From an optimization exercise on the open Yosys and OpenROAD flow, aimed at small area and a short achievable clock period; shortcuts taken in it are not production practice.
Where RTL was checked, it was by simulation tests only, not by an equivalence proof against the original.
No functional check of the RTL was part of run 1.
Power figures rest on the tool's default switching activity, not on a simulated workload.

`design/flow/flow/run.sh`:
```
#!/bin/bash
# The standard layout, with small buffers on the ports in place of the
# default delay-cell buffers. Timing repair aims well past the clock period so
# that the layout reaches its fastest period.
set -euo pipefail
export BUFFER_PORTS_ARGS="-buffer_cell sky130_fd_sc_hd__buf_2"
export SETUP_SLACK_MARGIN=8
bash standard.sh > standard_make.log 2>&1
```
`design/flow/design.v`:
```
module bcdec (
    input  wire         clk,
    input  wire         rst,
    input  wire         in_valid,
    input  wire [511:0] data,
    input  wire [63:0]  bpar,
    input  wire [63:0]  cpar,
    output reg          out_valid,
    output wire [511:0] dout,
    output wire [1:0]   kind,
    output wire [2:0]   loc_word,
    output wire [2:0]   loc_byte,
    output wire [2:0]   loc_bit
);
    wire [63:0] bf, cm;
    genvar gi;
    generate
        for (gi = 0; gi < 64; gi = gi + 1) begin : g_par
            bcdec_par9 u_bf (.x({bpar[gi], data[8*gi +: 8]}), .y(bf[gi]));
            bcdec_par9 u_cm (.x({cpar[gi], data[448+gi], data[384+gi], data[320+gi],
                                 data[256+gi], data[192+gi], data[128+gi], data[64+gi],
                                 data[gi]}), .y(cm[gi]));
        end
    endgenerate
    wire       ab, mb, ac, mc, match, one;
    wire [2:0] iw, ib, ic;
    bcdec_facts u_facts (.bf(bf), .cm(cm), .ab(ab), .mb(mb), .ac(ac), .mc(mc),
                         .match(match), .one(one), .iw(iw), .ib(ib), .ic(ic));
    reg [511:0] data_q;
    reg [63:0]  bf_q, cm_q;
    reg         ab_q, mb_q, ac_q, mc_q, match_q, one_q;
    reg [2:0]   iw_q, ib_q, ic_q;
    always @(posedge clk) begin
        if (rst)
            out_valid <= 1'b0;
        else
            out_valid <= in_valid;
        data_q  <= data;
        bf_q    <= bf;
        cm_q    <= cm;
        ab_q    <= ab;
        mb_q    <= mb;
        ac_q    <= ac;
        mc_q    <= mc;
        match_q <= match;
        one_q   <= one;
        iw_q    <= iw;
        ib_q    <= ib;
        ic_q    <= ic;
    end
    wire [63:0] cmg;
    bcdec_gate64 u_gate (.x(cm_q), .en(one_q), .y(cmg));
    generate
        for (gi = 0; gi < 512; gi = gi + 1) begin : g_fix
            bcdec_fix u_fix (.d(data_q[gi]), .a(bf_q[8*(gi/64) + (gi%64)/8]),
                             .b(cmg[gi%64]), .y(dout[gi]));
        end
    endgenerate
    bcdec_judge u_judge (.ab(ab_q), .mb(mb_q), .ac(ac_q), .mc(mc_q), .match(match_q),
                         .iw(iw_q), .ib(ib_q), .ic(ic_q), .kind(kind),
                         .loc_word(loc_word), .loc_byte(loc_byte), .loc_bit(loc_bit));
endmodule
module bcdec_xor2 (input wire a, input wire b, output wire y);
    assign y = a ^ b;
endmodule
module bcdec_par9 (input wire [8:0] x, output wire y);
    wire [3:0] l1;
    wire [1:0] l2;
    wire       l3;
    bcdec_xor2 u0 (.a(x[0]), .b(x[1]), .y(l1[0]));
    bcdec_xor2 u1 (.a(x[2]), .b(x[3]), .y(l1[1]));
    bcdec_xor2 u2 (.a(x[4]), .b(x[5]), .y(l1[2]));
    bcdec_xor2 u3 (.a(x[6]), .b(x[7]), .y(l1[3]));
    bcdec_xor2 u4 (.a(l1[0]), .b(l1[1]), .y(l2[0]));
    bcdec_xor2 u5 (.a(l1[2]), .b(l1[3]), .y(l2[1]));
    bcdec_xor2 u6 (.a(l2[0]), .b(x[8]), .y(l3));
    bcdec_xor2 u7 (.a(l3), .b(l2[1]), .y(y));
endmodule
module bcdec_fix (input wire d, input wire a, input wire b, output wire y);
    assign y = d ^ (a & b);
endmodule
module bcdec_gate64 (input wire [63:0] x, input wire en, output wire [63:0] y);
    assign y = x & {64{en}};
endmodule
module bcdec_facts (
    input  wire [63:0] bf,
    input  wire [63:0] cm,
    output wire        ab,
    output wire        mb,
    output wire        ac,
    output wire        mc,
    output wire        match,
    output wire        one,
    output wire [2:0]  iw,
    output wire [2:0]  ib,
    output wire [2:0]  ic
);
    function [1:0] am64(input [63:0] x);
        reg [63:0] a, m;
        integer s, i;
        begin
            a = x;
            m = 64'd0;
            for (s = 32; s >= 1; s = s / 2)
                for (i = 0; i < s; i = i + 1) begin
                    m[i] = m[2*i] | m[2*i+1] | (a[2*i] & a[2*i+1]);
                    a[i] = a[2*i] | a[2*i+1];
                end
            am64 = {m[0], a[0]};
        end
    endfunction
    wire [1:0] amb = am64(bf);
    wire [1:0] amc = am64(cm);
    assign ab = amb[0];
    assign mb = amb[1];
    assign ac = amc[0];
    assign mc = amc[1];
    assign one = ~(mb | mc);
    reg [7:0] lane_b, lane_c, word_b;
    reg [2:0] rb, rc, rw;
    integer i;
    always @* begin
        lane_b = 8'd0; lane_c = 8'd0; word_b = 8'd0; rb = 3'd0; rc = 3'd0; rw = 3'd0;
        for (i = 0; i < 64; i = i + 1) begin
            lane_b[i%8] = lane_b[i%8] | bf[i];
            word_b[i/8] = word_b[i/8] | bf[i];
            lane_c[i/8] = lane_c[i/8] | cm[i];
            rc = rc | ({3{cm[i]}} & i[2:0]);
        end
        for (i = 0; i < 8; i = i + 1) begin
            rb = rb | ({3{lane_b[i]}} & i[2:0]);
            rw = rw | ({3{word_b[i]}} & i[2:0]);
        end
    end
    assign match = |(lane_b & lane_c);
    assign iw = rw;
    assign ib = rb;
    assign ic = rc;
endmodule
module bcdec_judge (
    input  wire       ab,
    input  wire       mb,
    input  wire       ac,
    input  wire       mc,
    input  wire       match,
    input  wire [2:0] iw,
    input  wire [2:0] ib,
    input  wire [2:0] ic,
    output wire [1:0] kind,
    output wire [2:0] loc_word,
    output wire [2:0] loc_byte,
    output wire [2:0] loc_bit
);
    wire sb    = ab & ~mb;
    wire clean = ~ab & ~ac;
    wire k1    = sb & ac & ~mc & match;
    wire k2    = sb & ~ac;
    assign kind     = {~clean & ~k1, ~clean & ~k2};
    assign loc_word = (k1 | k2) ? iw : 3'd0;
    assign loc_byte = (k1 | k2) ? ib : 3'd0;
    assign loc_bit  = k1 ? ic : 3'd0;
endmodule
```
`design/flow/standard.sh`:
```
#!/bin/bash
# synth_recipe.tcl (not shown) runs the flow's synth.tcl, then flattens the netlist and writes it again
# the make line also repeats each setting of config.mk as NAME=value (left out here)
make -C /OpenROAD-flow-scripts/flow DESIGN_CONFIG=/design/flow/config.mk WORK_HOME=/design/flow/orfs CLKGATE_MAP_FILE= SYNTH_SCRIPT=/design/flow/synth_recipe.tcl "${@:-finish}"
```
`design/flow/config.mk`:
```
export PLATFORM = sky130hd
export DESIGN_NAME = bcdec
export DESIGN_NICKNAME = bcdec
export VERILOG_FILES = /design/flow/design.v
export SDC_FILE = /design/flow/constraint.sdc
export NUM_CORES = 4
export LEC_CHECK = 0
export ABC_CLOCK_PERIOD_IN_PS = 2000
export CAP_MARGIN = 20
export CORE_AREA = 5 5 395 395
export DIE_AREA = 0 0 400 400
export SLEW_MARGIN = 20
export SYNTH_HIERARCHICAL = 1
export SYNTH_MINIMUM_KEEP_SIZE = 0
```
`design/flow/constraint.sdc`:
```
create_clock -name core_clock -period 12.0 [get_ports {clk}]
set_input_delay 2.4000 -clock core_clock [delete_from_list [all_inputs] [get_ports {clk}]]
set_output_delay 2.4000 -clock core_clock [all_outputs]
set_load 0.01 [all_outputs]
```
==> notes.md, run 1 <==
Outcome
The run finished with no timing, DRC or antenna violations.

Clocking
In this run, CTS created clock tree buffers numbering 80. The CTS tree is yes. The clock passes through at most 3 buffers. The cell chosen for the clock root is clkbuf_16. Clock-pin slew was measured on the worst setup and hold paths at 0.06 ns. In this run, post-CTS hold repair placed 0 buffers.

Clock tree synthesis found a total of 656 sinks. In this run the number of H-tree levels came out at 3.

Place
In this run, placement finished with an instance count of 6292. Port buffering added 1166 buffers. The placed wire-length estimate is 153000 um. In this run the cell area measured after placement is 0.0397 mm^2. The weighted congestion at the end of routability-driven global placement is 0.938.

Timing
Headroom to the max-slew limit came out at 0.316. The number of hold violations in the final report is 0. The final-report max-slew violation count is 0.

The maximum clock frequency is 0.209 GHz. At the pin with the least slew margin, the transition time is 1.02 ns. Setup repair after global routing could not meet its margin everywhere. Of the available clock period, the critical path in the final layout requires 0.399. After layout, the minimum clock period comes to 4.79 ns. The sum of negative setup slack is 0 ns. Setup violations remaining at the end of the flow were counted as 0.

GRT
The wire length of the first global-routing pass is 242000 um. The number of antenna violations at the first check in global routing is 47. The total track usage is 0.221.

The number of global-route vias before repair is 28700. The total overflow reported by the global router is 0. The largest net degree at the start of global routing is 14.

Min path
Along the worst hold path, the cell count comes to 1. The class of the most critical hold timing path is input port to register.

Setup path
The signal on the critical path passes through buf_2 -> xor2_1 -> xor2_1 -> xor2_2 -> xor2_4 -> a22o_1 -> a221oi_2 -> nand4_1 -> or4_4 -> or3_4 -> and4b_1. Following the worst setup path forward leads to its endpoint at one_q. The data arrival time at the worst-slack endpoint is 5.40 ns. The longest individual stage delay on the worst path is 0.55 ns. STA classifies the critical path endpoint as a register. The critical path is of the input port to register type. In this run the worst path has a maximum fanout of 5.

The critical path starts at data[206]. Counting stages on the worst path, the most repeated cell is xor2_1. The worst setup path is launched from an input port.

The cell at the slowest stage of the critical path is or4_4. Data on the critical path is required at its endpoint by 12.61 ns.

Power and ir drop
The power per unit of standard cell area is 152 mW/mm^2. The reported leakage power is 26.9 nW. The largest voltage drop on the vdd net is 0.112 mV.

Final layout
The filler cell count in the final layout is 14700. From synthesis to final layout, the design area changed by 83.0%. The post-route non-filler standard cell count is 6693.

The fraction of layout instances using a drive strength above 1 is 0.607. The net count of the finished layout is 5221. The area of all placed cells without fillers is 0.0563 mm^2.

Yosys
The proportion of register bits with asynchronous set or reset after synthesis is 0. The synthesized net count is 3681. The cell count after synthesis came out at 3038. Yosys printed 8 warnings. Of the synthesized area, sequential elements account for 0.427.

In this run the cell area of the synthesized design comes to 0.0308 mm^2. After synthesis, the mean cell area works out to 10.1 um^2. Counting flops with a built-in enable in the synthesized netlist gives 0. The top flip-flop cell by instance count after synthesis is dfxtp_1. The number of unique standard cell types used by synthesis is 48. Synthesis inferred 656 register bits.

Floorplan
The placeable core region is 0.152 mm^2. In this run the vertical extent of the chip is 400 um. The starting utilization of the core area is 0.203.

The die covers 0.160 mm^2. The die boundary width is 400 um. The I/O pin count is 1167. The floorplan has 143 rows.

Route
In the routed layout, each cell is associated on average with a via count of 4.21. The routed design has 190000 um of wire. Dividing the detail-routed wire length by the instance count gives 28.3 um. The detailed-router iteration count before antenna repair is 5. The detailed-route DRC error count is 0. After the first detailed-routing iteration, the DRC count stood at 1924.

The remaining antenna violation count after routing is 0. The via count is 28200.

Run
Max-cap violations in this run came to 0.
## cell usage in the layout, fill, tap and decap left out, types with 7 or more instances in the layout
cell       Yosys  final
buf_2          0    933
xor2_1      1024    860
dfxtp_1      656    621
nand2_4        0    357
xnor2_2        0    314
buf_6          2    242
buf_4          0    219
xor2_2         0    119
xnor2_1      512    110
nand2_2        1    103
xnor2_4        0     88
clkbuf_16      0     81
nand2_1      541     66
and2_4         0     64
buf_12         0     56
xor2_4         0     45
o22ai_1       34     32
dfxtp_2        0     32
nor4_1        61     27
nor4_4         3     27
clkbuf_8       0     25
diode_2        0     23
nand4_1       19     19
nand2_8        0     16
a22oi_1       17     15
nor4_2         1     11
nor2_1        12     10
inv_1         10     10
clkinv_2       0     10
clkbuf_1       0      8
buf_8          0      8
a22o_1         7      7
bufinv_16      0      7
## Yosys stat by module, one instance, submodules excluded, a selection
module | flops+latches | cells inside
bcdec_xor2 | 0 | 1
bcdec_gate64 | 0 | 70
bcdec | 656 | 657
bcdec_judge | 0 | 25
bcdec_fix | 0 | 2
bcdec_facts | 0 | 238
## worst min path at each step
stage	slack [ns]	startpoint	end
after floorplan	2.43	data[0]	data_q[0]
after global placement	2.55	data[405]	data_q[405]
after detailed placement	2.55	data[17]	data_q[17]
after CTS	1.76	data[194]	data_q[194]
after global routing	1.78	data[127]	data_q[127]
final	1.84	data[63]	data_q[63]
## cell type report
type	count	area (um^2)	share of cell area
clock buffers	114	2400	0.0426
multi-input cells	2365	27200	0.483
diodes	23	57.6	0.00102
flip-flops and latches	656	13200	0.234
well taps	2030	2540	0.0451
clock inverters	30	458	0.00813
inverters	10	37.5	0.000667
repair buffers	1465	10500	0.186
## registers in the layout, summed over array words and instances, names as in the netlist, 3 cells and up
register / flops
data_q: 512
bf_q: 64
cm_q: 64
ib_q: 3
iw_q: 3
ic_q: 3
## logic make-up (layout without fill, tap and decap cells)
group | after synthesis | after routing | synth area share
xor+xnor | 1536 | 1536 | 0.437
simple gates | 732 | 733 | 0.109
flops | 656 | 656 | 0.427
fa+ha+maj | 3 | 3 | 0.000976
other cells | 0 | 23 | 0
compound gates | 93 | 93 | 0.0227
buf+inv | 18 | 1619 | 0.00293
## worst max-delay path: cells and delay by family
kind,cells,cell delay [ns]
compound gates,2,0.50
xor+xnor,4,1.04
buf+inv,1,0.15
simple gates,4,1.29
## cell usage after synthesis, types with 2 or more instances
| library cell | number | area, um^2 |
|---|---|---|
| and2_1 | 2 | 12.5 |
| a211oi_2 | 6 | 75.1 |
| clkbuf_2 | 6 | 30.0 |
| or3_1 | 3 | 18.8 |
| nor4_1 | 61 | 382 |
| nor3_1 | 2 | 10.0 |
| or2_1 | 4 | 25.0 |
| o22ai_1 | 34 | 213 |
| nand3_1 | 5 | 25.0 |
| nor2_1 | 12 | 45.0 |
| a22oi_1 | 17 | 128 |
| a211oi_1 | 2 | 15.0 |
| a22o_1 | 7 | 61.3 |
| nor4_4 | 3 | 63.8 |
| nor3_2 | 2 | 20.0 |
| a2111oi_0 | 2 | 17.5 |
| xnor2_1 | 512 | 4480 |
| dfxtp_1 | 656 | 13100 |
| inv_1 | 10 | 37.5 |
| nand2_1 | 541 | 2030 |
| buf_6 | 2 | 22.5 |
| a221oi_1 | 8 | 70.1 |
| or4_1 | 4 | 30.0 |
| xor2_1 | 1024 | 8970 |
| and2_2 | 64 | 480 |
| o21ai_0 | 7 | 35.0 |
| nand4_1 | 19 | 119 |
| maj3_1 | 3 | 30.0 |
## per-stage QoR
step	power [W]	utilization	setup WS, ns	hold WS (ns)
after floorplan	0.00364	-	7.08	2.43
after global placement	0.00509	0.262	6.21	2.55
after detailed placement	0.00510	0.262	6.29	2.55
after CTS	0.00826	0.335	7.31	1.76
after global routing	0.00886	0.371	7.15	1.78
final	0.00854	0.372	7.21	1.84
## where the power goes
group | internal [W] | leakage, nW | switching, W | total, W
combinational | 0.000939 | 20.0 | 0.00167 | 0.00261
clock | 0.00156 | 1.41 | 0.00108 | 0.00264
sequential | 0.00249 | 5.53 | 0.000801 | 0.00329
total | 0.00499 | 26.9 | 0.00354 | 0.00854
## metal layers
metal  vias to the layer above  routed length [um]  track usage
li1                      12600                   -            -
met1                     14000               71900        0.262
met2                      1255               95700        0.388
met3                       310               14600       0.0586
met4                        24                7270       0.0742
met5                         -                 156            0
## what timing repair did
| item | in CTS | in global routing |
|---|---|---|
| buffers inserted | 135 | 93 |
| setup endpoints to repair | 536 | 532 |
| gates resized for setup | 1370 | 835 |
| pin swaps | 463 | 575 |
| cloned | 5 | 0 |
==> inputs of run 2 (changes only) <==
--- a/design/flow/design.v
+++ b/design/flow/design.v
@@ -23,11 +23,20 @@
         end
     endgenerate
-    wire       ab, mb, ac, mc, match, one;
+    wire ab, mb, ac, mc;
+    bcdec_am64 u_amb (.x(bf), .a(ab), .m(mb));
+    bcdec_am64 u_amc (.x(cm), .a(ac), .m(mc));
+    wire [7:0] one;
+    generate
+        for (gi = 0; gi < 8; gi = gi + 1) begin : g_one
+            bcdec_nor2 u_one (.a(mb), .b(mc), .y(one[gi]));
+        end
+    endgenerate
+    wire       match;
     wire [2:0] iw, ib, ic;
-    bcdec_facts u_facts (.bf(bf), .cm(cm), .ab(ab), .mb(mb), .ac(ac), .mc(mc),
-                         .match(match), .one(one), .iw(iw), .ib(ib), .ic(ic));
+    bcdec_where u_where (.bf(bf), .cm(cm), .match(match), .iw(iw), .ib(ib), .ic(ic));
     reg [511:0] data_q;
     reg [63:0]  bf_q, cm_q;
-    reg         ab_q, mb_q, ac_q, mc_q, match_q, one_q;
+    reg         ab_q, mb_q, ac_q, mc_q, match_q;
+    reg [7:0]   one_q;
     reg [2:0]   iw_q, ib_q, ic_q;
     always @(posedge clk) begin
@@ -50,5 +59,9 @@
     end
     wire [63:0] cmg;
-    bcdec_gate64 u_gate (.x(cm_q), .en(one_q), .y(cmg));
+    generate
+        for (gi = 0; gi < 64; gi = gi + 1) begin : g_cmg
+            bcdec_and2 u_cmg (.a(cm_q[gi]), .b(one_q[gi/8]), .y(cmg[gi]));
+        end
+    endgenerate
     generate
         for (gi = 0; gi < 512; gi = gi + 1) begin : g_fix
@@ -80,41 +93,65 @@
     assign y = d ^ (a & b);
 endmodule
-module bcdec_gate64 (input wire [63:0] x, input wire en, output wire [63:0] y);
-    assign y = x & {64{en}};
+module bcdec_and2 (input wire a, input wire b, output wire y);
+    assign y = a & b;
 endmodule
-module bcdec_facts (
+module bcdec_nor2 (input wire a, input wire b, output wire y);
+    assign y = ~(a | b);
+endmodule
+module bcdec_nand2 (input wire a, input wire b, output wire y);
+    assign y = ~(a & b);
+endmodule
+module bcdec_a211oi (input wire a0, input wire a1, input wire b0, input wire b1,
+                     output wire y);
+    assign y = ~((a0 & a1) | b0 | b1);
+endmodule
+module bcdec_o211ai (input wire a0, input wire a1, input wire b0, input wire b1,
+                     output wire y);
+    assign y = ~((a0 | a1) & b0 & b1);
+endmodule
+module bcdec_am64 (input wire [63:0] x, output wire a, output wire m);
+    wire [31:0] n1, f1;
+    wire [15:0] a2, m2;
+    wire [7:0]  n3, f3;
+    wire [3:0]  a4, m4;
+    wire [1:0]  n5, f5;
+    genvar i;
+    generate
+        for (i = 0; i < 32; i = i + 1) begin : g_l1
+            bcdec_nor2  u_n (.a(x[2*i]), .b(x[2*i+1]), .y(n1[i]));
+            bcdec_nand2 u_f (.a(x[2*i]), .b(x[2*i+1]), .y(f1[i]));
+        end
+        for (i = 0; i < 16; i = i + 1) begin : g_l2
+            bcdec_nand2  u_a (.a(n1[2*i]), .b(n1[2*i+1]), .y(a2[i]));
+            bcdec_o211ai u_m (.a0(n1[2*i]), .a1(n1[2*i+1]), .b0(f1[2*i]), .b1(f1[2*i+1]),
+                              .y(m2[i]));
+        end
+        for (i = 0; i < 8; i = i + 1) begin : g_l3
+            bcdec_nor2   u_n (.a(a2[2*i]), .b(a2[2*i+1]), .y(n3[i]));
+            bcdec_a211oi u_f (.a0(a2[2*i]), .a1(a2[2*i+1]), .b0(m2[2*i]), .b1(m2[2*i+1]),
+                              .y(f3[i]));
+        end
+        for (i = 0; i < 4; i = i + 1) begin : g_l4
+            bcdec_nand2  u_a (.a(n3[2*i]), .b(n3[2*i+1]), .y(a4[i]));
+            bcdec_o211ai u_m (.a0(n3[2*i]), .a1(n3[2*i+1]), .b0(f3[2*i]), .b1(f3[2*i+1]),
+                              .y(m4[i]));
+        end
+        for (i = 0; i < 2; i = i + 1) begin : g_l5
+            bcdec_nor2   u_n (.a(a4[2*i]), .b(a4[2*i+1]), .y(n5[i]));
+            bcdec_a211oi u_f (.a0(a4[2*i]), .a1(a4[2*i+1]), .b0(m4[2*i]), .b1(m4[2*i+1]),
+                              .y(f5[i]));
+        end
+    endgenerate
+    bcdec_nand2  u_a (.a(n5[0]), .b(n5[1]), .y(a));
+    bcdec_o211ai u_m (.a0(n5[0]), .a1(n5[1]), .b0(f5[0]), .b1(f5[1]), .y(m));
+endmodule
+module bcdec_where (
     input  wire [63:0] bf,
     input  wire [63:0] cm,
-    output wire        ab,
-    output wire        mb,
-    output wire        ac,
-    output wire        mc,
     output wire        match,
-    output wire        one,
     output wire [2:0]  iw,
     output wire [2:0]  ib,
     output wire [2:0]  ic
 );
-    function [1:0] am64(input [63:0] x);
-        reg [63:0] a, m;
-        integer s, i;
-        begin
-            a = x;
-            m = 64'd0;
-            for (s = 32; s >= 1; s = s / 2)
-                for (i = 0; i < s; i = i + 1) begin
-                    m[i] = m[2*i] | m[2*i+1] | (a[2*i] & a[2*i+1]);
-                    a[i] = a[2*i] | a[2*i+1];
-                end
-            am64 = {m[0], a[0]};
-        end
-    endfunction
-    wire [1:0] amb = am64(bf);
-    wire [1:0] amc = am64(cm);
-    assign ab = amb[0];
-    assign mb = amb[1];
-    assign ac = amc[0];
-    assign mc = amc[1];
-    assign one = ~(mb | mc);
     reg [7:0] lane_b, lane_c, word_b;
     reg [2:0] rb, rc, rw;
==> design/flow/flow/run.sh (replaced) <==
#!/bin/bash
# The standard layout, with the smallest buffers on the ports in place of
# the default delay-cell buffers. Timing repair aims past the clock period so
# that the layout reaches a shorter period.
set -euo pipefail
export BUFFER_PORTS_ARGS="-buffer_cell sky130_fd_sc_hd__buf_1"
export SETUP_SLACK_MARGIN=7.6
bash standard.sh > standard_make.log 2>&1
--- a/design/flow/config.mk
+++ b/design/flow/config.mk
@@ -6,5 +6,4 @@
 export NUM_CORES = 4
 export LEC_CHECK = 0
-export ABC_CLOCK_PERIOD_IN_PS = 2000
 export CAP_MARGIN = 20
 export CORE_AREA = 5 5 395 395
==> run 2 against run 1 <==
  * Critical endpoint is now one_q[2]
  * Largest power group unchanged
  * Critical path depth rose by 2
  * Sequential power down 9.7%
  * Count of clock-buffer cells in the layout decreased by 10
  * Clock power is 2% lower
  * Global-route usage is 0.91 points lower
  * Wire length shrank 5.2%
  * Utilization is 6.6 points lower
  * Synthesized cell count up 4.3%
  * Flip-flop and latch count rose by 7
  * Critical path type unchanged
  * Setup slack gained 0.33 ns
==> notes.md, run 2 <==
Outcome
The flow ran to the end and the layout has no timing, DRC or antenna violations.

Final layout
The register with the most flip-flops in the final layout is data_q. The most common cell after layout, fill and taps aside is xor2_1. The area growth from synthesis to layout is 47.2%. The fraction of layout instances using a drive strength above 1 is 0.255. The final layout contains 5146 nets. In the layout the commonest cells are xor2_1 (847), buf_1 (832), dfxtp_1 (630).

The largest registers in the layout are data_q: 512 flops, bf_q: 64 flops, cm_q: 64 flops. Once layout is done, the placed cells without fillers occupy 0.0462 mm^2. The number of flip-flops in the largest register is 512.

Place
Prior to clock tree synthesis, the placed netlist has a worst setup slack of 6.20 ns. The weighted congestion at the end of routability-driven global placement is 1.04. The placed wire-length estimate is 153000 um.

Input and output buffers added on the ports amount to 1166. The placed instances occupy a cell area of 0.0386 mm^2.

Yosys
Each instance of the synthesized netlist takes up on average 9.91 um^2. Ranked by instance count, the synthesized netlist is headed by xor2_1 (1024), dfxtp_1 (663), nand2_1 (640). The synthesized-area fraction occupied by xor and xnor cells is 0.428. The combinational family with the most area after synthesis is XOR/XNOR gates. The synthesized design contains 663 register bits. The synthesized netlist contains 26 unique library cells. Of all flip-flops after synthesis, the portion carrying an async set or reset was 0. The mux cell area share after synthesis is 0.

The synthesized design contains 0 enable-type register cells. The top flip-flop cell by instance count after synthesis is dfxtp_1. Yosys printed 8 warnings. The compound-gate portion of the synthesized area was 0.0288.

The post-synth design cell area is 0.0314 mm^2. The most frequent cell after synthesis is xor2_1. The synthesized design spends more area on one cell type than any other, namely dfxtp_1. The share of the Yosys chip area taken by registers is 0.423.

The synthesized net count is 3811. Of the total synthesized cell area, the portion taken by full adders, half adders and majority gates is 0. Of the total synthesized cell area, the portion taken by AND, OR, NAND and NOR gates is 0.118.

The post-synthesis instance total is 3168. Of the post-synthesis cell area, the dominant cell type holds 0.423. Sorting the synthesized cells by area gives the leading types as dfxtp_1 (42%), xor2_1 (29%), xnor2_1 (14%), nand2_1 (7.6%), o211ai_2 (1.7%).

Timing
The number of failing setup endpoints in the final timing report is 0. The share of the clock period used by the worst path after layout is 0.371. The final worst setup slack is 7.54 ns.

The worst slew slack as a fraction of its limit is 0.382. Summed over all failing endpoints, the final setup total negative slack is 0 ns. The final-report max-slew violation count is 0. The number of hold violations in the final report is 0. Setup repair after global routing could not meet its margin everywhere. The slew at the pin with the worst max-slew slack is 0.919 ns.

The final worst hold slack is 1.87 ns. The final critical-path required period is 4.46 ns. Derived from the worst setup path, the maximum achievable clock frequency is 0.224 GHz.

Route
Using the TritonRoute via totals, the vias-per-cell ratio works out to 4.11. The remaining antenna violation count after routing is 0. After the first detailed-routing iteration, the DRC count stood at 1992. The detailed-router iteration count before antenna repair is 5. The detailed-route DRC error count is 0.

The post-detailed-routing wire length is 180000 um. Dividing the detail-routed wire length by the instance count gives 27.2 um. The via count is 27200.

Floorplan
The count of standard-cell rows is 143. After floorplanning, the core was sized to cover 0.152 mm^2. The initial utilization of the core area, before any placement, comes to 0.207. The die covers 0.160 mm^2.

The overall die height is 400 um. During I/O placement, the number of pins put on the boundary was 1167. From left edge to right edge, the die measures 400 um.

Setup path
The nature of the critical path startpoint is an input port. Traced cell by cell, the critical path runs through buf_1 -> xor2_1 -> xor2_2 -> xor2_2 -> xor2_4 -> nor2_1 -> nand2_1 -> a211oi_2 -> o211ai_2 -> a211oi_2 -> buf_4 -> o211ai_2 -> nor2_1. The critical path in this run is classified as input port to register. The longest individual stage delay on the worst path is 0.29 ns. On the critical path, the stage with the largest delay is an instance of xor2_2. Data on the critical path is required at its endpoint by 12.61 ns. The endpoint kind of the worst setup timing path is a register. In this run the worst path has a maximum fanout of 5. The data arrival time at the worst-slack endpoint is 5.07 ns.

Clocking
After clock tree synthesis, the clock-pin slew on the worst setup and hold paths is 0.06 ns. The H-tree generated during clock tree synthesis spans 3 levels. The clock buffer count from CTS is 83. Hold repair after CTS inserted 0 buffers.

Counting every sink on the clock net gives 663. The cell chosen for the clock root is clkbuf_16. The maximum clock path buffer count is 3. The CTS tree is yes.

Power and ir drop
IR analysis of the VDD net gives a maximum drop of 0.106 mV. After layout, the design draws a total of 0.00786 W. For this design the ratio of total power to cell area is 170 mW/mm^2. The reported leakage power is 18.0 nW.

GRT
The total overflow reported by the global router is 0. The first global-routing pass estimated 232000 um of wire. The total track usage is 0.212. The number of antenna violations at the first check in global routing came to 43. The largest net degree at the start of global routing is 14. The number of global-route vias before repair is 27700.

Run
The max-capacitance violation count is 0.

Min path
The tightest min-delay check is of the input port to register type.
-- run 2: logic make-up after synthesis --
group,Yosys count
buffers and inverters,11
AND/OR/NAND/NOR,883
XOR/XNOR,1536
AO/OA/AOI/OAI,75
flip-flops,663
-- run 2: final timing paths --
kind | startpoint | endpoint | slack, ns | depth (start not counted)
setup / recovery | data[64] | one_q[2] | 7.54 | 13
hold / removal | data[181] | data_q[181] | 1.87 | 1
-- run 2: modules after synthesis (local to each module, per instance), a selection --
| module | flops+latches | times used |
|---|---|---|
| bcdec_a211oi | 0 | 20 |
| bcdec_fix | 0 | 512 |
| bcdec_where | 0 | 1 |
| bcdec_o211ai | 0 | 42 |
| bcdec_xor2 | 0 | 1024 |
| bcdec | 663 | 1 |
| bcdec_nor2 | 0 | 92 |
| bcdec_judge | 0 | 1 |
| bcdec_nand2 | 0 | 106 |
| bcdec_and2 | 0 | 64 |
-- run 2: metrics by stage --
stage,instances,util
floorplan,3168,-
global placement,6399,0.255
detailed placement,6399,0.255
finish,6617,0.305
CTS,6584,0.288
global route,6605,0.305
-- run 2: routing by layer --
metal / routed length, um / up-vias / track usage
met5: 94 / - / 0
met4: 5860 / 14 / 0.0739
met3: 14600 / 243 / 0.0478
met2: 88400 / 1237 / 0.364
met1: 70700 / 13300 / 0.261
li1: - / 12400 / -
-- run 2: critical path: cells and delay by family --
family	cells	cell delay [ns]
simple gates	3	0.48
xor+xnor	4	1.03
compound gates	4	0.80
buf+inv	2	0.36
-- run 2: area by class of cell --
class	count	area (um^2)
diodes	19	47.5
clock buffers	104	2310
clock inverters	46	470
fillers	16100	105000
inverters	9	33.8
multi-input cells	2496	21700
flip-flops and latches	663	13300
well taps	2030	2540
repair buffers	1250	5830
-- run 2: timing repair --
item | CTS | global route
endpoints found under the setup margin | 535 | 164
resized for setup | 614 | 501
buffers inserted | 35 | 12
pin swaps | 77 | 176
gates cloned | 0 | 2
-- run 2: where the power goes --
| group | total, W | internal [W] | switching [W] |
|---|---|---|---|
| clock network | 0.00259 | 0.00148 | 0.00111 |
| registers | 0.00297 | 0.00251 | 0.000460 |
| logic | 0.00230 | 0.000739 | 0.00156 |
| total | 0.00786 | 0.00474 | 0.00313 |
==> inputs of run 3 (changes only) <==
==> design/flow/flow/run.sh (replaced) <==
#!/bin/bash
# The standard layout, with the smallest buffers on the ports in place of
# the default delay-cell buffers.
set -euo pipefail
export BUFFER_PORTS_ARGS="-buffer_cell sky130_fd_sc_hd__buf_1"
bash standard.sh > standard_make.log 2>&1
==> run 3 against run 2 <==
  * Clock power about the same
  * Die area unchanged
  * Synthesized area stayed put
  * Combinational power is 12% lower
  * Global-route usage decreased by 0.12 points
  * Hold slack improved by 0.0074 ns
  * Still clean
  * Highest routed layer unchanged
==> notes.md, run 3 <==
Yosys
The proportion of register bits with asynchronous set or reset after synthesis is 0. The area share of the leading cell type in the synthesized netlist is 0.423. The sequential cell area fraction in the yosys report is 0.423. The number of nets in the synthesized netlist is 3811. The post-synth design cell area is 0.0314 mm^2. In this run, synthesis produced a sequential element count of 663. By area the synthesized netlist is led by dfxtp_1 (42%), xor2_1 (29%), xnor2_1 (14%), nand2_1 (7.6%), o211ai_2 (1.7%). Yosys mapped a number of flops with a built-in enable equal to 0. During synthesis, Yosys emitted a total of 8 warnings. The biggest area contributor in the post-synthesis netlist is dfxtp_1. The most frequent cell after synthesis is xor2_1.

The average instance area after synthesis is 9.91 um^2. By count the netlist is led by xor2_1 (1024), dfxtp_1 (663), nand2_1 (640). The most used flip-flop cell after synthesis is dfxtp_1. After technology mapping, the gate count stands at 3168. The number of unique standard cell types used by synthesis is 26.

Timing
The maximum clock frequency is 0.195 GHz. The number of failing setup endpoints in the final timing report is 0. The final-report max-slew violation count is 0.

The final critical-path required period is 5.13 ns. The final worst hold slack is 1.88 ns. In this run the tightest slew margin relative to its limit is 0.184. Setup repair after global routing left no endpoint under its margin. At the pin with the least slew margin, the transition time is 1.22 ns. The sum of negative setup slack is 0 ns. The number of hold violations in the final report was 0.

In the finished design, the share of the clock period the worst path needs comes to 0.428.

Final layout
The filler cell count in the final layout is 16500. Excluding fillers, the count of instances in the completed layout stands at 6566. The area added between synthesis and finish is 31.9%.

The fraction of layout instances using a drive strength above 1 is 0.0584. The largest registers in the layout are data_q: 512 flops, bf_q: 64 flops, cm_q: 64 flops. The net count of the finished layout is 5097. The area of all placed cells without fillers is 0.0414 mm^2.

In the layout the commonest cells are buf_1 (1166), xor2_1 (1021), dfxtp_1 (663). The largest register by flop count is data_q. The number of flip-flops in the largest register is 512. The most common cell after layout, fill and taps aside is buf_1.

Clocking
Counting the buffers created by CTS gives 83. TritonCTS built the clock tree. Once the clock tree was built, the setup fixing pass inserted 0 buffers. After clock tree synthesis, the clock-pin slew on the worst setup and hold paths is 0.06 ns. The cell chosen for the clock root is clkbuf_16. The H-tree was split into 3 levels. The maximum clock path buffer count is 3. For this design, the CTS-stage hold fixing added 0 buffers. Counting every sink on the clock net gives 663. Once the clock tree was built, the resizer swapped 0 gates to a different size.

GRT
The number of global-route vias before repair came to 27400. The number of antenna violations at the first check in global routing is 47. In the global route stage, overall resource usage came out at 0.211. The largest net degree at the start of global routing is 14. The first global-routing pass estimated 231000 um of wire. The total overflow reported by the global router is 0.

Floorplan
From bottom edge to top edge, the die measures 400 um. The floorplan step defined a die boundary enclosing 0.160 mm^2. The I/O pin count is 1167. The die boundary width is 400 um. After floorplanning, the core was divided into 143 placement rows. The initial utilization of the core area, before any placement, comes to 0.207. The placeable core region is 0.152 mm^2.

Setup path
The worst endpoint required time is 9.60 ns. The data arrival time at the worst-slack endpoint is 2.73 ns. The worst setup path is launched from a register. The critical-path maximum fanout is 8. The worst setup path is captured at an output port. The path type of the worst setup path is register to output port.

Min path
The startpoint of the lowest-slack hold path is data[142]. The min-delay analysis places its worst path in the category input port to register. The terminating pin of the worst hold path is data_q[142]. The worst hold path depth is 1.

Power and ir drop
The reported leakage power is 15.2 nW. The power per unit of standard cell area is 182 mW/mm^2. The largest voltage drop on the vdd net is 0.108 mV.

Place
The weighted congestion at the end of routability-driven global placement is 1.04. The placed instances occupy a cell area of 0.0386 mm^2. After legalization and detailed placement, the total HPWL measured 153000 um. Counting tap cells, the placed design contains a total of 6399 instances. The count of buffers added on input and output ports is 1166.

Route
For this run, the detailed router's first-pass iteration total came to 6. The detailed-route DRC error count is 0. Dividing the detail-routed wire length by the instance count gives 27.1 um.

The via count is 27000. After detailed routing, the number of vias per cell comes to 4.11. The count of routing violations after the opening detailed-route iteration is 2016.

The post-detailed-routing wire length is 178000 um. The detail route stage leaves a number of antenna-violating nets equal to 0.

Run
The max-capacitance violation count is 0.

Outcome
The run finished with no timing, DRC or antenna violations.
run 3: cell counts after synthesis:
Identical to the previous run, type by type.
run 3: final cells by class:
cell class / count / area (um^2) / area share
inverter: 9 / 33.8 / 0.000815
clock inverter: 46 / 470 / 0.0114
sequential: 663 / 13300 / 0.320
timing repair buffer: 1203 / 4650 / 0.112
antenna: 17 / 42.5 / 0.00103
tap: 2030 / 2540 / 0.0613
multi-input combinational: 2494 / 18100 / 0.437
clock buffer: 104 / 2310 / 0.0556
run 3: per-layer routing:
| layer | GRT usage | share of wire | vias to the layer above |
|---|---|---|---|
| met1 | 0.261 | 0.40 | 13000 |
| met2 | 0.361 | 0.49 | 1253 |
| met3 | 0.0464 | 0.078 | 238 |
| met5 | 0 | 0.00049 | - |
| li1 | - | - | 12500 |
| met4 | 0.0741 | 0.033 | 14 |
run 3: worst max-delay path by stage:
stage,start,to,slack (ns),cells past startpoint
after detailed placement,data[60],one_q[0],6.20,12
after CTS,one_q[3],dout[478],6.64,4
after floorplan,data[249],one_q[0],7.78,11
after global routing,one_q[3],dout[478],6.60,4
after global placement,data[60],one_q[5],6.17,12
final,one_q[3],dout[478],6.87,4
run 3: per-module statistics from Yosys, one instance, submodules excluded, excerpt:
| module | cells | flip-flops and latches | cell area (um^2) |
|---|---|---|---|
| bcdec | 664 | 663 | 13300 |
| bcdec_a211oi | 1 | 0 | 12.5 |
| bcdec_and2 | 1 | 0 | 6.26 |
| bcdec_fix | 2 | 0 | 12.5 |
| bcdec_judge | 25 | 0 | 201 |
| bcdec_nand2 | 1 | 0 | 3.75 |
| bcdec_nor2 | 1 | 0 | 3.75 |
| bcdec_o211ai | 1 | 0 | 12.5 |
| bcdec_where | 107 | 0 | 626 |
| bcdec_xor2 | 1 | 0 | 8.76 |
run 3: worst max-delay path, cell delays in order (launching register included):
cell and delay [ns]:
dfxtp_1 0.64, and2_1 0.56, nand2_1 0.13, xnor2_1 0.28, buf_1 0.42
run 3: logic make-up after synthesis:
kind of cell	share of synthesized area
buffers and inverters	0.00179
and+or+nand+nor	0.118
AOI/OAI and AO/OA	0.0288
DFF	0.423
xor gates and xnor gates	0.428
run 3: power breakdown:
| group | switching, W | internal [W] |
|---|---|---|
| logic | 0.00144 | 0.000584 |
| clock network | 0.00111 | 0.00148 |
| registers | 0.000411 | 0.00250 |
run 3: metrics by stage:
step	total power (W)	util	worst slack, ns
after floorplan	0.00375	-	7.78
after global placement	0.00501	0.255	6.17
after detailed placement	0.00502	0.255	6.20
after CTS	0.00765	0.273	6.64
after global routing	0.00785	0.273	6.60
final	0.00753	0.273	6.87
==> inputs of run 4 (changes only) <==
--- a/design/flow/config.mk
+++ b/design/flow/config.mk
@@ -7,6 +7,8 @@
 export LEC_CHECK = 0
 export CAP_MARGIN = 20
-export CORE_AREA = 5 5 395 395
-export DIE_AREA = 0 0 400 400
+export CORE_AREA = 5 5 635 155
+export CTS_BUF_LIST = sky130_fd_sc_hd__clkbuf_8
+export CTS_CLUSTER_SIZE = 24
+export DIE_AREA = 0 0 640 160
 export SLEW_MARGIN = 20
 export SYNTH_HIERARCHICAL = 1
==> run 4 against run 3 <==
  * Still clean
  * Flip-flop and latch count did not move
  * Final area fell by 5.0%
  * Total power fell by 12%
  * Clock power fell by about 30%
  * Setup slack got worse by 0.075 ns
==> notes.md, run 4 <==
Floorplan
Measured along the x axis, the die boundary spans 640 um. The I/O pin count is 1167. The overall die height is 160 um.

The floorplan step defined a core boundary enclosing 0.0925 mm^2. Row generation in the floorplan step produced 54 rows. The starting utilization of the core area is 0.340. The die covers 0.102 mm^2.

Yosys
The most used flip-flop cell after synthesis is dfxtp_1. The most frequent cell after synthesis is xor2_1. Of all cell types, the one taking the most synthesized area is dfxtp_1. The number of enable flip-flop cells after synthesis is 0.

Of the total synthesized cell area, the portion taken by XOR and XNOR cells is 0.428. Dividing the synthesized area by the synthesized cell count gives 9.91 um^2. The compound-gate portion of the synthesized area is 0.0288. The arithmetic-cell share of the synthesized area counting full adders, half adders and majority gates is 0.

For this run, asynchronously set or reset flops after synthesis account for 0. Synthesis inferred 663 register bits. By area, the combinational part of the netlist is dominated by XOR/XNOR gates. For this run, the number of Yosys warnings is 8. The mux cell area share after synthesis is 0. The area share of the leading cell type in the synthesized netlist is 0.423. Counting every instance in the synthesized netlist gives 3168. By count the netlist is led by xor2_1 (1024), dfxtp_1 (663), nand2_1 (640). By area the synthesized netlist is led by dfxtp_1 (42%), xor2_1 (29%), xnor2_1 (14%), nand2_1 (7.6%), o211ai_2 (1.7%). The post-synthesis simple-gate area fraction is 0.118. For this run, the register share of the synthesized area comes to 0.423.

The number of unique standard cell types used by synthesis is 26. The synthesized net count is 3811. The synthesized netlist occupies a cell area of 0.0314 mm^2.

Route
The ratio of routed vias to standard cells is 4.71. The post-detailed-routing wire length is 161000 um. The detailed-route DRC error count is 0. In the final routed layout, each cell accounts on average for 27.8 um.

Detailed routing inserted a total of 27300 vias. The remaining antenna violation count after routing is 0. The count of routing violations after the opening detailed-route iteration is 2824.

Before antenna repair, the detailed router went through 7 iterations.

Clocking
Post-CTS repair changed the size of 0 cells. For this design, the sink count on the clock tree is 663. The clock buffer count from CTS is 87.

The count of H-tree levels built during CTS is 3. The clock passes through at most 3 buffers. The hold-fix buffer count after cts is 0.

TritonCTS built the clock tree. The buffers inserted during post-CTS setup optimization is 0. The cell chosen for the clock root is clkbuf_8. The clock-pin transition on the worst setup and hold timing paths is 0.09 ns.

Setup path
The cell at the slowest stage of the critical path is dfxtp_1. The endpoint kind of the worst setup timing path is an output port. The critical-path maximum fanout is 8. The beginning of the critical path is one_q[3]. The cell type group with the largest total delay on the critical path is flip-flops.

In this run the worst setup path terminates at dout[94]. The nature of the critical path startpoint is a register. In this run the number of cells on the critical path is 4. The data arrival time at the worst-slack endpoint is 2.81 ns. In this design, the stage delay of the slowest critical-path cell is 0.73 ns.

For the worst setup path, the data required time is 9.60 ns. The signal on the critical path passes through and2_1 -> nand2_1 -> xnor2_1 -> buf_1. The worst path buffer plus inverter count is 1. The setup path with the least slack is of type register to output port.

Final layout
The area taken by flip-flops and latches is 0.0133 mm^2. The top cell types in the final layout, fill and taps aside, are buf_1 (1166), xor2_1 (1024), dfxtp_1 (663). Compared with the post-synthesis result, the final layout area differs by 25.4%. Leaving out fill and tap cells, the most frequent cell in the layout is buf_1. The register with the most flip-flops in the final layout is data_q. Of the cells placed in the final design, the portion with a size suffix greater than 1 is 0.0529. The number of flip-flops in the largest register is 512. The post-route core utilization is 0.426. The area of the multi-input gates is 0.0181 mm^2.

The net count of the finished layout is 5093. The filler cell count in the final layout is 9421. In the final layout, the registers with the most flip-flops are data_q: 512 flops, bf_q: 64 flops, cm_q: 64 flops.

Timing
The worst slew slack as a fraction of its limit is 0.131. The final worst hold slack is 1.85 ns. The slew at the pin with the worst max-slew slack is 1.30 ns.

The number of failing setup endpoints in the final timing report is 0. The final critical-path required period is 5.21 ns. The number of hold violations in the final report is 0. The maximum clock frequency is 0.192 GHz. Adding up every negative setup slack in the final design gives 0 ns. The final-report max-slew violation count was 0.

Setup repair after global routing left no endpoint under its margin. The share of the clock period used by the worst path after layout is 0.434.

Power and ir drop
Internal power comes to 0.00395 W. IR analysis of the VDD net gives a maximum drop of 0.0763 mV. The sequential cell fraction of total power is 0.432.

For this design the ratio of total power to cell area is 168 mW/mm^2. Of the total power, the clock network draws 0.273. Of the total power, the share spent switching nets is 0.404. The reported net switching power is 0.00268 W. The combinational group share of total power is 0.295. The reported leakage power is 14.9 nW.

GRT
The number of global-route vias before repair came to 26300. For met3 alone, demand over resource in global routing was 0.0857. For this run, the total global-route usage over all layers was measured as 0.299. For met2 alone, demand over resource in global routing was 0.461. The most heavily used metal layer in global routing is met2. The wire length of the first global-routing pass is 214000 um. The number of antenna violations at the first check in global routing is 21. Entering global routing, the biggest net connects 12 pins. In the global route stage, met1 resource usage came out at 0.414. The total overflow reported by the global router is 0.

Min path
The min-delay analysis places its worst path in the category input port to register. The worst hold path depth is 1.

Place
The placed wire-length estimate is 139000 um. The congestion estimate from routability-driven global placement came to 1.08. The number of port buffers is 1166.

Outcome
The flow ran to the end and the layout has no timing, DRC or antenna violations.

Run
The tool flagged a number of max-cap violations equal to 0.
[run 4: changes by cell type in the layout (fill, tap and decap cells not counted), moves of 8 or more]
cell,delta
clkbuf_16,-83
clkbuf_8,+100
clkinv_2,-15
buf_4,-8
inv_1,+26
[run 4: logic make-up after synthesis]
group	after synthesis
xor gates and xnor gates	1536
and+or+nand+nor	883
DFF	663
AOI/OAI and AO/OA	75
buffers and inverters	11
[run 4: final cells by class]
cell class / count / area share
multi-input combinational: 2494 / 0.459
sequential: 663 / 0.337
timing repair buffer: 1195 / 0.117
clock buffer: 115 / 0.0402
tap: 1260 / 0.0400
clock inverter: 39 / 0.00502
antenna: 15 / 0.000953
inverter: 9 / 0.000858
[run 4: worst min-delay path by stage]
| stage | from | end | slack (ns) |
|---|---|---|---|
| 3_3_place_gp | data[102] | data_q[102] | 2.58 |
| 6_report | data[14] | data_q[14] | 1.85 |
| 5_1_grt | data[358] | data_q[358] | 1.81 |
| 4_1_cts | data[0] | data_q[0] | 1.79 |
| 2_1_floorplan | data[0] | data_q[0] | 2.43 |
| 3_5_place_dp | data[112] | data_q[112] | 2.58 |
[run 4: modules after synthesis (local to each module, per instance), excerpt]
module	flip-flops and latches	cells inside	cell area, um^2	times used
bcdec_judge	0	25	201	1
bcdec_xor2	0	1	8.76	1024
bcdec_nand2	0	1	3.75	106
bcdec_and2	0	1	6.26	64
bcdec_a211oi	0	1	12.5	20
bcdec_nor2	0	1	3.75	92
bcdec_o211ai	0	1	12.5	42
bcdec_where	0	107	626	1
bcdec	663	664	13300	1
bcdec_fix	0	2	12.5	512
[run 4: routing by layer]
layer | vias to the layer above | part of all wire
met1 | 13500 | 0.44
met5 | - | 0
met4 | 0 | 0.018
li1 | 12500 | -
met3 | 169 | 0.096
met2 | 1110 | 0.45
[run 4: through the flow]
step / setup slack (ns) / total power [W] / instance area (um^2) / std cells
2_1_floorplan: 7.78 / 0.00375 / 31400 / 3168
3_3_place_gp: 6.53 / 0.00477 / 37600 / 5621
3_5_place_dp: 6.47 / 0.00477 / 37600 / 5621
4_1_cts: 6.88 / 0.00656 / 39300 / 5775
5_1_grt: 6.80 / 0.00685 / 39400 / 5787
6_report: 6.79 / 0.00663 / 39400 / 5790
[run 4: power by group through the flow]
stage,combinational [W],sequential (W),clock [W]
2_1_floorplan,0.000998,0.00275,0
3_3_place_gp,0.00186,0.00291,0
3_5_place_dp,0.00186,0.00291,0
4_1_cts,0.00187,0.00286,0.00183
5_1_grt,0.00202,0.00290,0.00194
6_report,0.00195,0.00287,0.00181
==> inputs of run 5 (changes only) <==
==> design/flow/flow/run.sh (replaced) <==
#!/bin/bash
# The standard layout, with the smallest buffers on the ports in place of
# the default delay-cell buffers. Timing repair aims past the clock period so
# that the layout reaches a shorter period.
set -euo pipefail
export BUFFER_PORTS_ARGS="-buffer_cell sky130_fd_sc_hd__buf_1"
export SETUP_SLACK_MARGIN=7.2
bash standard.sh > standard_make.log 2>&1
==> run 5 against run 4 <==
  * Still clean on timing, DRC and antenna
  * Critical path depth grew 5
  * Largest cell class unchanged
  * Via count grew 0.16%
  * Sequential share of layout area shrank 0.19 points
  * Total power grew 0.16%
  * Count of clock-buffer cells in the layout is the same
  * Critical path type is now input port to register
  * Critical endpoint is now match_q
  * Final area grew 0.61%
  * Largest power group unchanged
  * First-iteration DRC count grew 4.6%
  * Cell count is essentially flat
==> notes.md, run 5 <==
Outcome
The run finished with no timing, DRC or antenna violations.

Power and ir drop
In this run the power density over the cells is 168 mW/mm^2. The largest voltage drop on the vdd net is 0.0759 mV. The analysis attributes to cell leakage a power of 15.1 nW.

Yosys
The synthesized design spends more area on one cell type than any other, namely dfxtp_1. The post-synthesis simple-gate area fraction is 0.118. Sorting the synthesized cells by how often they occur yields xor2_1 (1024), dfxtp_1 (663), nand2_1 (640). The netlist uses 26 different library cells. For this run, the register share of the synthesized area comes to 0.423. The combinational family with the most area after synthesis is XOR/XNOR gates. The average instance area after synthesis is 9.91 um^2. By instance count, the leading cell after synthesis is xor2_1. The synthesized net count is 3811. The mux cell area share after synthesis is 0. The count of synthesis-stage warnings from yosys is 8. The compound-gate portion of the synthesized area is 0.0288. The arithmetic-cell share of the synthesized area counting full adders, half adders and majority gates is 0. After synthesis, the cell types taking the most area are dfxtp_1 (42%), xor2_1 (29%), xnor2_1 (14%), nand2_1 (7.6%), o211ai_2 (1.7%). For this run, asynchronously set or reset flops after synthesis account for 0. Counting every instance in the synthesized netlist gives 3168. The register bit count reported by yosys is 663.

The share of synthesized area in the top cell type comes to 0.423. The synthesized design contains 0 enable-type register cells. The post-synth design cell area is 0.0314 mm^2.

The synthesized-area fraction occupied by xor and xnor cells is 0.428. The top flip-flop cell by instance count after synthesis is dfxtp_1.

Final layout
The net count of the finished layout is 5093. In the final layout, the share of cells above drive strength 1 is 0.0815. Ranked by flip-flop count, first place goes to data_q. The area growth from synthesis to layout is 26.2%. In the layout the commonest cells are buf_1 (1111), xor2_1 (1021), dfxtp_1 (659). The largest registers in the layout are data_q: 512 flops, bf_q: 64 flops, cm_q: 64 flops.

The number of flip-flops in the largest register is 512. With fillers left out, the area of the finished cells amounts to 0.0396 mm^2. Leaving out fill and tap cells, the most frequent cell in the layout is buf_1. The filler cell count in the final layout is 9416. The post-route non-filler standard cell count is 5789.

Route
The detailed-route DRC error count is 0. For this block, the initial DRC count from the detailed router was 2954. Dividing the detail-routed wire length by the instance count gives 27.8 um.

In the routed layout, each cell is associated on average with a via count of 4.72. The via count is 27300. The post-detailed-routing wire length is 161000 um. For this run, the detailed router's first-pass iteration total came to 7. The remaining antenna violation count after routing is 0.

Timing
Setup repair after global routing could not meet its margin everywhere. Measured against its own limit, the worst slew margin works out to 0.210. Based on the critical path, the design can be clocked at up to 0.208 GHz. In the final timing run, aggregate negative setup slack is 0 ns. The number of failing setup endpoints in the final timing report is 0. For the pin with the worst max-slew slack, the measured transition is 1.18 ns. The number of hold violations in the final report came to 0. In the finished design, the share of the clock period the worst path needs comes to 0.401. The final critical-path required period is 4.82 ns. The final-report max-slew violation count is 0.

GRT
The first global-routing pass estimated 215000 um of wire. The largest net degree at the start of global routing is 12. The number of global-route vias before repair is 26300. The number of antenna violations at the first check in global routing came to 24. After global routing the overflow that remains totals 0.

The total track usage is 0.299.

Setup path
Among all stages on the critical path, the largest delay is contributed by nor4_2. Tracing the worst setup path back leads to its startpoint at data[94]. In this run the worst path has a maximum fanout of 5.

At the worst endpoint, the arrival time is 5.37 ns. On the worst path, the slowest cell contributes a delay of 0.85 ns. The capturing instance or port of the critical path is match_q. The path type of the worst setup path is input port to register. The signal on the critical path passes through buf_1 -> xor2_1 -> xor2_1 -> xor2_1 -> xor2_2 -> nor4_2 -> nand2_1 -> a22oi_1 -> nand4_1. The nature of the critical path startpoint is an input port. The worst path buffer plus inverter count is 1. The endpoint kind of the worst setup timing path is a register. The worst endpoint required time is 12.56 ns. The count of cell instances traversed by the critical path is 9. The cell type group with the largest total delay on the critical path is simple AND/OR/NAND/NOR gates. The cell seen most often among critical-path stages is xor2_1.

Clocking
The clock-pin transition on the worst setup and hold timing paths is 0.08 ns. The CTS tree is yes. In this run the deepest clock path goes through 3 buffers. In this run, post-CTS hold repair placed 0 buffers. The buffers inserted during post-CTS setup optimization is 0.

Counting every sink on the clock net gives 663. The clock buffer count from CTS is 87. The H-tree generated during clock tree synthesis spans 3 levels.

The root buffer cell chosen for the clock tree is clkbuf_8.

Floorplan
The I/O pin count is 1167. After floorplanning, the core was sized to cover 0.0925 mm^2. The die is 160 um tall.

The starting utilization of the core area is 0.340. The floorplan has 54 rows. The die boundary width is 640 um. The floorplan step defined a die boundary enclosing 0.102 mm^2.

Place
Input and output buffers added on the ports amount to 1166. Summing all placed instances gives a cell area of 0.0376 mm^2. The placed wire-length estimate is 139000 um. Counting tap cells, the placed design contains a total of 5621 instances. The congestion estimate from routability-driven global placement came to 1.08.

Min path
The tightest min-delay check is of the input port to register type.

Run
The tool flagged a number of max-cap violations equal to 0.
==> run 5: cell counts after synthesis <==
No cell type changed its count.
==> run 5: kinds of logic (layout without fill, tap and decap cells) <==
kind of cell,after synthesis,count (layout)
xor+xnor,1536,1536
flops,663,663
compound gates,75,75
other cells,0,14
simple gates,883,883
buf+inv,11,1358
==> run 5: layer usage <==
metal	vias up	track usage	wire length (um)
li1	12500	-	-
met1	13500	0.416	71500
met2	1114	0.462	72200
met3	170	0.0835	14600
met4	2	0.0616	2830
met5	-	0	13
==> run 5: modules after synthesis, one instance, submodules excluded, excerpt <==
module | times used | flip-flops and latches | cell area [um^2] | cells inside
bcdec_and2 | 64 | 0 | 6.26 | 1
bcdec_nand2 | 106 | 0 | 3.75 | 1
bcdec_nor2 | 92 | 0 | 3.75 | 1
bcdec_o211ai | 42 | 0 | 12.5 | 1
bcdec_a211oi | 20 | 0 | 12.5 | 1
bcdec_judge | 1 | 0 | 201 | 25
bcdec_fix | 512 | 0 | 12.5 | 2
bcdec_where | 1 | 0 | 626 | 107
bcdec | 1 | 663 | 13300 | 664
bcdec_xor2 | 1024 | 0 | 8.76 | 1
==> run 5: how the worst min path moves through the flow <==
stage	from	to	slack, ns	depth (start not counted)
6_report	data[14]	data_q[14]	1.85	1
5_1_grt	data[358]	data_q[358]	1.81	1
4_1_cts	data[0]	data_q[0]	1.79	1
3_5_place_dp	data[112]	data_q[112]	2.58	1
3_3_place_gp	data[102]	data_q[102]	2.58	1
2_1_floorplan	data[0]	data_q[0]	2.43	0
==> run 5: final cells by class <==
class	instances	area, um^2	area share
Clock buffer	115	1580	0.0399
Multi-Input combinational cell	2494	18300	0.461
Tap cell	1260	1580	0.0398
Antenna cell	14	35.0	0.000884
Inverter	9	33.8	0.000853
Clock inverter	39	198	0.00499
Sequential cell	663	13300	0.335
Timing Repair Buffer	1195	4660	0.118
==> run 5: timing repair <==
action	CTS	global route
pin swaps	0	0
endpoints found under the setup margin	217	68
resized for setup	87	44
gates cloned	0	0
==> run 5: stage by stage <==
| stage | util | hold WS [ns] | total power [W] | worst slack [ns] |
|---|---|---|---|---|
| final | 0.428 | 1.85 | 0.00664 | 7.18 |
| after global routing | 0.428 | 1.81 | 0.00686 | 7.18 |
| after CTS | 0.427 | 1.79 | 0.00656 | 7.20 |
| after detailed placement | 0.406 | 2.58 | 0.00477 | 6.47 |
| after global placement | 0.406 | 2.58 | 0.00477 | 6.53 |
| after floorplan | - | 2.43 | 0.00375 | 7.78 |
==> run 5: report_power, final <==
group / switching [W] / leakage (nW) / internal (W)
logic: 0.00139 / 8.51 / 0.000575
clock network: 0.000935 / 1.01 / 0.000878
registers: 0.000366 / 5.59 / 0.00250
==> inputs of run 6 (changes only) <==
--- a/design/flow/flow/run.sh
+++ b/design/flow/flow/run.sh
@@ -5,4 +5,4 @@
 set -euo pipefail
 export BUFFER_PORTS_ARGS="-buffer_cell sky130_fd_sc_hd__buf_1"
-export SETUP_SLACK_MARGIN=7.2
+export SETUP_SLACK_MARGIN=8.1
 bash standard.sh > standard_make.log 2>&1
==> run 6 against run 5 <==
  * Still clean on timing, DRC and antenna
  * Sequential share of layout area fell by 9.1 points
  * Flip-flop and latch count did not move
  * Combinational power rose by 45%
  * Global-route usage rose by 1.2 points
  * Cell count rose by 5.4%
  * Count of clock-buffer cells in the layout did not move
  * Fmax rose by 7.4%
  * Hold slack got worse by 0.095 ns
  * Sequential power rose by 13%
  * Synthesized cell count did not move
  * Utilization rose by 16 points
  * Critical path type is now register to output port
==> notes.md, run 6 <==
Clocking
The hold-fix buffer count after cts is 0. TritonCTS built the clock tree. Clock tree synthesis found a total of 663 sinks. The clock buffer count from CTS is 88. The H-tree generated during clock tree synthesis spans 3 levels. No sink is reached through more buffers than the 3 on the longest clock path.

The cell chosen for the clock root is clkbuf_8. The clock-pin transition on the worst setup and hold timing paths is 0.09 ns.

Floorplan
The starting utilization of the core area is 0.340. In this run the vertical extent of the chip is 160 um. The count of standard-cell rows is 54. The die is 640 um wide. The I/O pin count is 1167. The core region is 0.0925 mm^2.

The floorplan die area is 0.102 mm^2.

GRT
The first global-routing pass estimated 223000 um of wire. In the global route stage, met2 resource usage came out at 0.477. The total track usage is 0.311.

The largest net degree at the start of global routing is 12. The met1 capacity usage during global routing is 0.402. For met3 alone, demand over resource in global routing was 0.126. After global routing, the most crowded layer is met2. The number of antenna violations at the first check in global routing is 33.

After global routing the overflow that remains totals 0. The number of global-route vias before repair was 28000.

Route
The count of routing violations after the opening detailed-route iteration is 3118. The detailed-route DRC error count is 0. Wires add up to 177000 um. The routed length per instance is 28.9 um. For this run, the detailed router's first-pass iteration total came to 7.

Across all layers, the routed design uses 29800 vias. The ratio of routed vias to standard cells is 4.89. Once detail routing completed, the nets flagged for antenna violations numbered 0.

Final layout
The post-route non-filler standard cell count is 6099. In the final layout, the registers with the most flip-flops are data_q: 512 flops, bf_q: 64 flops, cm_q: 64 flops. The filler cell count in the final layout is 7102.

The net count of the finished layout is 5385. The area added between synthesis and finish is 74.7%. The register with the most flip-flops in the layout has 512 of them.

At the end of the flow the core is filled with cells to 0.593. In the layout the commonest cells are xor2_1 (767), dfxtp_1 (593), buf_2 (388). The library cell used most frequently in the layout, excluding fill and tap cells, is xor2_1. The fraction of layout instances using a drive strength above 1 is 0.565. The largest register by flop count is data_q.

Outcome
The run finished with no timing, DRC or antenna violations.

Place
The worst-case setup slack after placement is 6.49 ns. The total placed cells including tap cells is 5620. Buffers placed on the I/O ports in this run total 1166. The weighted congestion at the end of routability-driven global placement is 1.08. The placed wire-length estimate is 137000 um.

Yosys
When the netlist entered floorplanning its net count stood at 3811. The top flip-flop cell by instance count after synthesis is dfxtp_1. During synthesis, Yosys emitted a total of 8 warnings. The share of the Yosys chip area taken by registers is 0.423. After synthesis, the cell types taking the most area are dfxtp_1 (42%), xor2_1 (29%), xnor2_1 (14%), nand2_1 (7.6%), o211ai_2 (1.7%).

The register bit count reported by yosys is 663. After synthesis, the mean cell area works out to 9.91 um^2. The post-synthesis instance total is 3168.

The share of synthesized area in the top cell type comes to 0.423. Summed over all instances, the cell type with the most area after synthesis is dfxtp_1. By instance count, the leading cell after synthesis is xor2_1. In this run the cell area of the synthesized design comes to 0.0314 mm^2. The proportion of register bits with asynchronous set or reset after synthesis is 0. Yosys mapped a number of flops with a built-in enable equal to 0. The number of unique standard cell types used by synthesis is 26. After synthesis, the most frequently instantiated cells are xor2_1 (1024), dfxtp_1 (663), nand2_1 (640).

Power and ir drop
The largest voltage drop on the vdd net is 0.0963 mV. The analysis attributes to cell leakage a power of 25.5 nW. For this design the ratio of total power to cell area is 146 mW/mm^2.

Setup path
The endpoint kind of the worst setup timing path is an output port. The capturing instance or port of the critical path is dout[246]. The critical-path maximum fanout is 8. The beginning of the critical path is one_q[6]. The worst setup path is of the register to output port kind. On the critical path, the stage with the largest delay is an instance of dfxtp_4. Data on the critical path arrives at its endpoint at 2.08 ns. The worst endpoint required time is 9.60 ns. STA classifies the critical path startpoint as a register. Traced cell by cell, the critical path runs through and2_4 -> buf_6 -> nand2_2 -> xnor2_1 -> buf_2. For this run, the slowest stage of the critical path takes 0.43 ns.

Timing
The number of failing setup endpoints in the final timing report is 0. The worst slew slack as a fraction of its limit is 0.537. For the final routed database, the setup TNS stands at 0 ns. The share of the clock period used by the worst path after layout is 0.373. The final-report max-slew violation count is 0.

Across all hold checks on the routed design, the worst slack comes to 1.76 ns. The number of hold violations in the final report is 0. Setup repair after global routing could not meet its margin everywhere. For the pin with the worst max-slew slack, the measured transition is 0.692 ns. Static timing analysis puts the maximum clock frequency at 0.223 GHz. The final critical-path required period is 4.48 ns. In the post-route analysis, the smallest setup slack over all paths is 7.52 ns.

Run
The max-capacitance violation count is 0.

Min path
Along the worst hold path, the cell count comes to 1. The worst hold path belongs to the class input port to register.
[run 6: cell types whose count changed in the layout (fill, tap and decap cells not counted), sizes merged]
cell | previous run | this run
o211ai | 42 | 44
buf | 1181 | 1349
clkbuf | 129 | 249
bufinv | 1 | 3
diode | 14 | 28
nand2b | 2 | 3
clkinvlp | 4 | 2
clkinv | 8 | 13
[run 6: power breakdown]
part / switching, W / internal [W]
Clock: 0.000982 / 0.000926
Sequential: 0.000717 / 0.00252
Combinational: 0.00176 / 0.00109
Total: 0.00346 / 0.00454
[run 6: cell families after synthesis]
family,synth area share
AOI/OAI and AO/OA,0.0288
buffers and inverters,0.00179
and+or+nand+nor,0.118
DFF,0.423
xor gates and xnor gates,0.428
[run 6: per-stage QoR]
step / power, W / cell area [um^2]
global placement: 0.00471 / 37500
detailed placement: 0.00473 / 37600
floorplan: 0.00375 / 31400
CTS: 0.00716 / 47000
finish: 0.00800 / 54900
global route: 0.00820 / 54900
[run 6: worst min path at each step]
stage	startpoint	endpoint	slack (ns)
after floorplan	data[0]	data_q[0]	2.43
after global placement	data[191]	data_q[191]	2.58
after detailed placement	data[201]	data_q[201]	2.58
after CTS	data[346]	data_q[346]	1.73
after global routing	data[298]	data_q[298]	1.73
final	data[298]	data_q[298]	1.76
[run 6: routing by layer]
metal	vias to the layer above	part of all wire
li1	12900	-
met1	15100	0.39
met2	1539	0.45
met3	350	0.11
met4	10	0.035
met5	-	0.0026
[run 6: per-module statistics from Yosys, one instance, submodules excluded, excerpt]
module        cell area [um^2]  cells inside
bcdec                    13300           664
bcdec_where                626           107
bcdec_judge                201            25
bcdec_a211oi              12.5             1
bcdec_fix                 12.5             2
bcdec_o211ai              12.5             1
bcdec_xor2                8.76             1
bcdec_and2                6.26             1
bcdec_nand2               3.75             1
bcdec_nor2                3.75             1
[run 6: worst max-delay path: cells and delay by family, from the launching register on]
kind                   cells  cell delay, ns
XOR/XNOR                   1            0.24
buffers and inverters      2            0.33
flip-flops                 1            0.43
AND/OR/NAND/NOR            2            0.33
[run 6: cell type report]
type | instances | area (um^2) | share of cell area
multi-input combinational | 2497 | 27800 | 0.507
inverter | 9 | 33.8 | 0.000616
clock inverter | 44 | 273 | 0.00497
antenna | 28 | 70.1 | 0.00128
timing repair buffer | 1483 | 10100 | 0.184
clock buffer | 115 | 1580 | 0.0288
sequential | 663 | 13400 | 0.244
tap | 1260 | 1580 | 0.0287
[run 6: repair_timing]
| action | 4_1_cts | 5_1_grt |
|---|---|---|
| setup endpoints to repair | 543 | 544 |
| resized for setup | 2043 | 1323 |
| setup buffers | 104 | 185 |
| cloned | 3 | 0 |
| pin swaps | 478 | 791 |

## afterwards: timing with drivers on the ports
The results above use ideal ports. As a check the final layouts listed here were re-extracted and re-timed, cells and wires unchanged. Step 1 assumes that a clkbuf_16 drives the clock port and a buf_2 every other input. Step 2 also shifts input and output timing later by t, the mid clock arrival at the registers, as if the neighbouring blocks saw the same clock. a / b / c = ideal ports / drivers / drivers and shift; a / b = the first two.
run	t (ns)	setup slack, ns	worst setup path after step 2	clock arrival spread, ns	worst register clock-pin slew, ns
run 1	0.743	7.212 / 7.191 / 6.448	input to register	0.033 / 0.034	0.07 / 0.07
run 2	0.772	7.545 / 7.528 / 6.820	input to register	0.022 / 0.021	0.07 / 0.07
run 3	0.769	6.869 / 6.786 / 6.296	input to register	0.023 / 0.024	0.07 / 0.07
run 4	0.750	6.794 / 6.751 / 6.166	input to register	0.043 / 0.043	0.09 / 0.09
run 5	0.749	7.185 / 7.182 / 6.443	input to register	0.038 / 0.038	0.09 / 0.09
run 6	0.776	7.518 / 7.477 / 6.935	input to register	0.052 / 0.052	0.09 / 0.09
After both steps every run listed still meets setup and hold. The setup slack of run 1, which loses most, moves by -0.021 ns with the drivers and by -0.764 ns with both steps.
